Background: an optimization exercise with open tools, aiming at small area, a short achievable clock period and few clock cycles per item. Do not read the settings as production practice. Where RTL was checked, it was by simulation tests only, not by an equivalence proof against the original. Power figures rest on the tool's default switching activity, not on a simulated workload.

==> inputs of trial 64 <==
Design iz_carrier_unit, start of the top module:
module iz_carrier_unit (
    input  wire         clk,
    input  wire         rst,
    input  wire         in_valid,
    output wire         in_ready,
    input  wire [1:0]   in_op,
    input  wire [255:0] in_a,
    input  wire [255:0] in_b,
    output reg          out_valid,
    input  wire         out_ready,
    output wire [255:0] out_data,
    output wire [2:0]   out_exc
);
==> flow/config.mk <==
export PLATFORM = sky130hd
export DESIGN_NAME = iz_carrier_unit
export DESIGN_NICKNAME = iz_carrier_unit
export VERILOG_FILES = /design/flow/design.v
export SDC_FILE = /design/flow/constraint.sdc
export NUM_CORES = 4
export LEC_CHECK = 0
export CAP_MARGIN = 20
export CORE_MARGIN = 2
export CORE_UTILIZATION = 25
export PLACE_DENSITY = 0.35
export SLEW_MARGIN = 20
==> flow/constraint.sdc <==
create_clock -name core_clock -period 40.0 [get_ports {clk}]
set_input_delay 8.0000 -clock core_clock [delete_from_list [all_inputs] [get_ports {clk}]]
set_output_delay 8.0000 -clock core_clock [all_outputs]
set_load 0.01 [all_outputs]
run.sh (not shown) runs the stock make flow with config.mk's settings and CLKGATE_MAP_FILE= SYNTH_SCRIPT=/design/flow/synth_recipe.tcl, a recipe that flattens the netlist after the stock synthesis.
==> inputs of trial 33, as changes to trial 64 <==
--- a/flow/design.v
+++ b/flow/design.v
@@ -39,17 +39,17 @@
 module iz_cmp #(
     parameter W = 8
 ) (
     input  wire [W-1:0] a,
     input  wire [W-1:0] b,
     output wire         gt,
     output wire         eq
 );
-    localparam N = 1 << $clog2(W);
+    localparam N = (W <= 8) ? 8 : (W <= 16) ? 16 : (W <= 32) ? 32 : (W <= 64) ? 64 : (W <= 128) ? 128 : 256;
     reg [N-1:0] g, e;
     integer i, l;
     always @* begin
         g = {N{1'b0}};
         e = {N{1'b1}};
         for (i = 0; i < W; i = i + 1) begin
             g[i] = a[i] & ~b[i];
             e[i] = ~(a[i] ^ b[i]);
@@ -79,33 +79,33 @@
         p = p0;
         g = a & b;
         g[0] = g[0] | (p[0] & ci);
         for (i = 1; (1 << i) <= W; i = i + 1)
             for (j = (1 << i) - 1; j < W; j = j + (1 << i)) begin
                 g[j] = g[j] | (p[j] & g[j - (1 << (i - 1))]);
                 p[j] = p[j] & p[j - (1 << (i - 1))];
             end
-        for (i = $clog2(W); i > 0; i = i - 1)
+        for (i = 8; i > 0; i = i - 1)
             for (j = (1 << i) + (1 << (i - 1)) - 1; j < W; j = j + (1 << i)) begin
                 g[j] = g[j] | (p[j] & g[j - (1 << (i - 1))]);
                 p[j] = p[j] & p[j - (1 << (i - 1))];
             end
     end
     assign s  = p0 ^ {g[W-2:0], ci};
     assign co = g[W-1];
 endmodule
 module iz_lead #(
     parameter W  = 145,
     parameter PW = 8
 ) (
     input  wire [W-1:0]  x,
     output wire [PW-1:0] pp
 );
-    localparam L = $clog2(W);
+    localparam L = (W <= 8) ? 3 : (W <= 16) ? 4 : (W <= 32) ? 5 : (W <= 64) ? 6 : (W <= 128) ? 7 : 8;
     localparam N = 1 << L;
     wire [N-1:0] xp = {{(N-W){1'b0}}, x};
     genvar k, i;
     generate
         for (k = 0; k <= L; k = k + 1) begin : lv
             wire [(N >> k)-1:0] v;
             wire [((N >> k) * (k + 1))-1:0] p;
             for (i = 0; i < (N >> k); i = i + 1) begin : nd
@@ -170,28 +170,45 @@
     wire x_nan  = e_max & ~f_zero;
     wire x_inf  = e_max & f_zero;
     wire x_zero = e_zero & f_zero;
     wire x_fnz  = ~e_max & ~x_zero;           
     wire [11:0] xg = {1'b0, xe} + 12'd57;
     wire [8:0]  xn = xg[11:3];
     reg  [5:0]  xb_n;
     reg  [2:0]  xr_n;
-    integer k5;
+    wire [4:0] xuv = {1'b0, xn[7:4]} + {1'b0, xn[3:0]} + {xn[8], 4'd0};
+    reg  [2:0] xq1;
     always @* begin
-        xb_n = 6'd52;
-        for (k5 = 52; k5 >= 1; k5 = k5 - 1)
-            if (xn < 5 * k5) xb_n = k5 - 1;
+        case (xuv)
+            5'd0, 5'd1, 5'd2, 5'd3, 5'd4:      begin xq1 = 3'd0; xr_n = xuv[2:0];         end
+            5'd5, 5'd6, 5'd7, 5'd8, 5'd9:      begin xq1 = 3'd1; xr_n = xuv[2:0] - 3'd5;  end
+            5'd10, 5'd11, 5'd12, 5'd13, 5'd14: begin xq1 = 3'd2; xr_n = xuv[2:0] - 3'd2;  end
+            5'd15, 5'd16, 5'd17, 5'd18, 5'd19: begin xq1 = 3'd3; xr_n = xuv[2:0] - 3'd7;  end
+            5'd20, 5'd21, 5'd22, 5'd23, 5'd24: begin xq1 = 3'd4; xr_n = xuv[2:0] - 3'd4;  end
+            5'd25, 5'd26, 5'd27, 5'd28, 5'd29: begin xq1 = 3'd5; xr_n = xuv[2:0] - 3'd1;  end
+            default:                           begin xq1 = 3'd6; xr_n = xuv[2:0] - 3'd6;  end
+        endcase
     end
-    wire [2:0] xb5 = {xb_n[0], 2'b00} + xb_n[2:0];    
-    always @* xr_n = xn[2:0] - xb5;
+    always @* xb_n = {xn[8:4], 1'b0} + {1'b0, xn[8:4]} + {3'd0, xq1};
     wire        sub_hi = |xf[51:34];
     wire [5:0]  xb = e_zero ? {5'd0, sub_hi} : xb_n;
-    wire [2:0]  xr = e_zero ? (sub_hi ? 3'd2 : 3'd7) : xr_n;
-    wire [2:0]  x3 = e_zero ? 3'd2 : xg[2:0];
+    wire [5:0]  xm5s = {2'b00, xe[10:7]} + {2'b00, xe[6:3]} + 6'd2 + {5'd0, &xe[2:0]};
+    reg  [2:0]  xr_f;
+    always @* begin
+        case (xm5s)
+            6'd0, 6'd5, 6'd10, 6'd15, 6'd20, 6'd25, 6'd30: xr_f = 3'd0;
+            6'd1, 6'd6, 6'd11, 6'd16, 6'd21, 6'd26, 6'd31: xr_f = 3'd1;
+            6'd2, 6'd7, 6'd12, 6'd17, 6'd22, 6'd27, 6'd32: xr_f = 3'd2;
+            6'd3, 6'd8, 6'd13, 6'd18, 6'd23, 6'd28, 6'd33: xr_f = 3'd3;
+            default: xr_f = 3'd4;
+        endcase
+    end
+    wire [2:0]  xr = e_zero ? (sub_hi ? 3'd2 : 3'd7) : xr_f;
+    wire [2:0]  x3 = e_zero ? 3'd2 : (xe[2:0] + 3'd1);
     wire        fill = op_dep & x_fnz & xs;
     wire [52:0] xm   = {~e_zero, xf} ^ {53{xs}};
     reg [59:0] va;
     always @* begin
         case (x3)
             3'd0: va = {{7{fill}}, xm};
             3'd1: va = {{6{fill}}, xm, {1{fill}}};
             3'd2: va = {{5{fill}}, xm, {2{fill}}};
@@ -210,25 +227,36 @@
             3'd2: vw = {{16{fill}}, va, {16{fill}}};
             3'd3: vw = {{8{fill}}, va, {24{fill}}};
             3'd4: vw = {va, {32{fill}}};
             default: vw = {va[35:0], {56{fill}}};
         endcase
     end
     wire [119:0] wx = {vw, {28{fill}}};
     wire [39:0] wx_hi  = wx[119:80];
-    wire [39:0] wx_mid = (xb == 6'd0) ? {40{fill}} : wx[79:40];
-    wire [39:0] wx_lo  = (xb[5:1] == 5'd0) ? {40{fill}} : wx[39:0];
+    wire        xb_is0 = e_zero & ~sub_hi;
+    wire        xb_le1 = e_zero | (xe < 11'd23);
+    wire [39:0] wx_mid = xb_is0 ? {40{fill}} : wx[79:40];
+    wire [39:0] wx_lo  = xb_le1 ? {40{fill}} : wx[39:0];
     wire       y_valid = op_mrg | (op_dep & x_fnz);
     wire [5:0] y_anc   = op_mrg ? b_anc : xb;
-    wire       a_ge    = (a_anc >= y_anc);
-    wire [5:0] d_ay    = a_anc - y_anc;
-    wire [5:0] d_ya    = y_anc - a_anc;
-    wire [1:0] dc_ay   = (d_ay > 6'd2) ? 2'd3 : d_ay[1:0];
-    wire [1:0] dc_ya   = (d_ya > 6'd2) ? 2'd3 : d_ya[1:0];
+    wire signed [12:0] xd = $signed({2'b00, xe}) - $signed({1'b0, a_anc, 5'd0}) -
+                            $signed({4'b0000, a_anc, 3'd0});
+    wire [3:0] dn_le = {xd < -13'sd137, xd < -13'sd97, xd < -13'sd57, xd < -13'sd17};
+    wire [1:0] dn_ge = {xd >= 13'sd63, xd >= 13'sd23};
+    wire [5:0] yb_anc  = op_mrg ? b_anc : {5'd0, sub_hi};
+    wire signed [6:0] bd = $signed({1'b0, yb_anc}) - $signed({1'b0, a_anc});
+    wire [3:0] db_le = {bd <= -7'sd3, bd <= -7'sd2, bd <= -7'sd1, bd <= 7'sd0};
+    wire [1:0] db_ge = {bd >= 7'sd3, bd >= 7'sd2};
+    wire       use_xd  = op_dep & ~e_zero;
+    wire [3:0] le      = use_xd ? dn_le : db_le;
+    wire [1:0] ge      = use_xd ? dn_ge : db_ge;
+    wire       a_ge    = le[0];
+    wire [1:0] dc_ay   = le[3] ? 2'd3 : le[2] ? 2'd2 : le[1] ? 2'd1 : 2'd0;
+    wire [1:0] dc_ya   = ge[1] ? 2'd3 : ge[0] ? 2'd2 : 2'd1;
     wire       y_up    = y_valid & ~a_ge;
     wire [5:0] m_anc   = y_up ? y_anc : a_anc;
     wire [1:0] sh_a    = y_up ? dc_ya : 2'd0;
     wire [1:0] sh_y    = ~y_valid ? 2'd3 : (a_ge ? dc_ay : 2'd0);
     wire [63:0] yr_lo  = op_dep ? {{24{fill}}, wx_lo}  : b_lo;
     wire [63:0] yr_mid = op_dep ? {{24{fill}}, wx_mid} : b_mid;
     wire [63:0] yr_hi  = op_dep ? {{24{fill}}, wx_hi}  : b_hi;
     wire [63:0] yfill  = {64{fill}};
@@ -296,30 +324,23 @@
             {r_q, r_e0, r_e1, r_qnan, r_qinf, r_qneg, r_zneg} <= f_d;
         end
     end
     wire [143:0] t    = {r[191:128], r[103:64], r[39:0]};
     wire [5:0]   anc  = r[221:216];
     wire         sgn  = t[143];
     wire [143:0] tn   = t ^ {144{sgn}};       
     wire         t_zero = ~|t;
-    wire [7:0] pp;                            
-    iz_lead #(.W(145), .PW(8)) u_lead (.x({tn, 1'b1}), .pp(pp));
-    reg [7:0] c_anc;
-    always @* begin
-        case (anc)
-            6'd0: c_anc = 8'd139;
-            6'd1: c_anc = 8'd99;
-            6'd2: c_anc = 8'd59;
-            6'd3: c_anc = 8'd19;
-            default: c_anc = 8'd0;
-        endcase
-    end
-    wire       nrm = (pp >= c_anc);
-    wire [7:0] sft = nrm ? pp : c_anc;
+    wire [144:0] lz_in = {tn, 1'b1} |
+                         ({145{anc == 6'd0}} & (145'd1 << 139)) |
+                         ({145{anc == 6'd1}} & (145'd1 << 99)) |
+                         ({145{anc == 6'd2}} & (145'd1 << 59)) |
+                         ({145{anc == 6'd3}} & (145'd1 << 19));
+    wire [7:0] sft;
+    iz_lead #(.W(145), .PW(8)) u_lead (.x(lz_in), .pp(sft));
     wire [197:0] xs0 = {t, 54'd0};
     wire [180:0] xs7 = sft[7] ? {{111{1'b0}}, xs0[197:128]} : xs0[180:0];
     wire [116:0] xs6 = sft[6] ? xs7[180:64] : xs7[116:0];
     wire [84:0]  xs5 = sft[5] ? xs6[116:32] : xs6[84:0];
     wire [68:0]  xs4 = sft[4] ? xs5[84:16]  : xs5[68:0];
     wire [60:0]  xs3 = sft[3] ? xs4[68:8]   : xs4[60:0];
     wire [56:0]  xs2 = sft[2] ? xs3[60:4]   : xs3[56:0];
     wire [54:0]  xs1 = sft[1] ? xs2[56:2]   : xs2[54:0];
@@ -328,22 +349,27 @@
               (sft[5] & (|xs6[31:0])) | (sft[4] & (|xs5[15:0])) |
               (sft[3] & (|xs4[7:0])) | (sft[2] & (|xs3[3:0])) |
               (sft[1] & (|xs2[1:0])) | (sft[0] & xs1[0]);
     wire [53:0] mg = xs_ ^ {54{sgn}};         
     wire [52:0] m  = mg[53:1];
     wire        g  = mg[0];
     wire        cy  = sgn & ~st;
     wire        inc = cy ? (g | m[0]) : (g & (st | m[0]));
-    wire [11:0] e40 = {anc, 5'd0} + {3'd0, anc, 3'd0};
-    wire [11:0] epre = nrm ? ({4'd0, pp} + e40 - 12'd139) : 12'd0;
-    wire [11:0] ehid = epre + {11'd0, m[52]};
-    wire [63:0] pk;
-    iz_add #(.W(64)) u_round (.a({ehid, m[51:0]}), .b(64'd0), .ci(inc), .s(pk), .co());
-    wire q_ovf = pk[63] | (&pk[62:52]);
+    wire [11:0] e40 = {anc, 5'd0} + {3'd0, anc, 3'd0} - 12'd139;
+    wire [11:0] epre = {4'd0, sft} + e40;
+    wire [51:0] mf;
+    wire        mc;
+    iz_add #(.W(52)) u_round (.a(m[51:0]), .b(52'd0), .ci(inc), .s(mf), .co(mc));
+    wire [11:0] epre1 = epre + 12'd1;
+    wire [11:0] epre2 = epre + 12'd2;
+    wire [11:0] efin  = (m[52] & mc) ? epre2 : (m[52] | mc) ? epre1 : epre;
+    wire [63:0] pk    = {efin, mf};
+    wire q_ovf = (epre >= 12'd2047) | ((epre == 12'd2046) & (m[52] | mc)) |
+                 ((epre == 12'd2045) & m[52] & mc);
     reg [63:0] q_res;
     always @* begin
         if (r_qnan)
             q_res = QNAN;
         else if (r_qinf)
             q_res = r_qneg ? NINF : PINF;
         else if (t_zero)
             q_res = r_zneg ? 64'h8000_0000_0000_0000 : 64'd0;
==> flow/flow/run.sh (new file) <==
#!/bin/bash
# Layout flow: the standard ORFS flow, with two changes to how the layout
# is made: ORFS's timing repair works to a setup-slack margin, so that it aims
# at a shorter achieved period than the 40 ns clock asks for, and the buffer
# that the standard flow puts on every port is the small buf_1. Clock,
# constraints and every other step are the standard ones. The make output goes
# to flow_make.log in this folder.
set -euo pipefail
MARGIN=${MARGIN:-23.5}
bash standard.sh SETUP_SLACK_MARGIN=$MARGIN \
    "BUFFER_PORTS_ARGS=-buffer_cell sky130_fd_sc_hd__buf_1" finish > flow_make.log 2>&1
==> flow/standard.sh (new file) <==
#!/bin/bash
# synth_recipe.tcl (not shown) runs the flow's synth.tcl, then flattens the netlist and writes it again
# the make line also repeats each setting of config.mk as NAME=value (left out here)
make -C /OpenROAD-flow-scripts/flow DESIGN_CONFIG=/design/flow/config.mk WORK_HOME=/design/flow/orfs CLKGATE_MAP_FILE= SYNTH_SCRIPT=/design/flow/synth_recipe.tcl "${@:-finish}"
Settings changed: ABC_AREA from default to 1, CORE_UTILIZATION 25 to 45, PLACE_DENSITY 0.35 to 0.6.
removed: flow/run.sh
==> inputs of trial 78, as changes to trial 64 <==
Settings changed: ABC_AREA from default to 1.
==> results.py <==
metrics = {
    "status": {
        "status": "timing/DRC/antenna clean",
    },
    "critical_path": {
        "critPathSlowestCell": "buf_4",
        "arrival_ns": 16.83,
    },
    "place": {
        "dp_hpwl_microns": 318200,
    },
    "global_route": {
        "grt_max_degree": 100,
    },
    "logic_synthesis": {
        "synth-simple-area-share_pct": 31.35,
        "yosys_warnings": 7,
        "synth_compound_area_share_pct": 19.65,
    },
    "power": {
        "p_comb_mw": 1.88,
    },
}
-- figures above: trial 33

==> results.py <==
metrics = {
    "status": {
        "status": "timing/DRC/antenna clean",
    },
    "critical_path": {
        "arrival_ns": 16.36,
    },
    "global_route": {
        "grt_max_degree": 129,
    },
    "place": {
        "dp_hpwl_microns": 382500,
    },
    "power": {
        "p_comb_mw": 2.27,
    },
    "logic_synthesis": {
        "synth_compound_area_share_pct": 18.34,
    },
}
-- figures above: trial 78

==> results.py <==
metrics = {
    "critical_path": {
        "critPathSlowestCell": "or3_1",
        "arrival_ns": 16.24,
    },
    "power": {
        "p_comb_mw": 2.38,
    },
    "logic_synthesis": {
        "ys.flop_type": "edfxtp_1",
        "yosys_warnings": 6,
    },
    "status": {
        "status": "timing/DRC/antenna clean",
    },
    "detailed_routing": {
        "drt_iter0_markers": 10020,
    },
    "global_route": {
        "grt_max_degree": 145,
    },
}
-- figures above: trial 64

Testbench counts of trial 33, summed over its fixed seeds: cycles 12,008, items 12,000.
The RTL of trial 64 and trial 78 was laid out without a check of its function.

-- static timing again, ports no longer ideal --
Ports are ideal in the flow. The routed layouts listed here were re-timed in OpenROAD.
Step 1 assumes that a clkbuf_16 drives the clock port and a buf_2 every other input.
Step 2 adds t to the input delays and takes it off the output delays; t is the mean of the earliest and latest rising clock arrival at the registers after step 1. Input paths then give back, and output paths get back, about the clock's delay inside the block.
Slacks: no drivers / after step 1 / after step 2; pairs: no drivers / after step 1.
run | t, ns | setup WS [ns] | hold slack, ns | latest minus earliest clock arrival (ns) | worst slew at a driven data input, ns
trial 64 | 0.730 | 15.764 / 15.666 / 15.454 | 0.525 / 0.525 / 0.525 | 0.071 / 0.071 | 0.15
trial 33 | 0.706 | 23.501 / 23.561 / 22.857 | 0.555 / 0.555 / 0.555 | 0.045 / 0.045 | 0.10
trial 78 | 0.734 | 15.642 / 15.554 / 15.549 | 0.554 / 0.554 / 0.554 | 0.066 / 0.067 | 0.15
After both steps every run listed still meets setup and hold. The setup slack of trial 33, which loses most, moves by +0.060 ns with the drivers and by -0.644 ns with both steps.
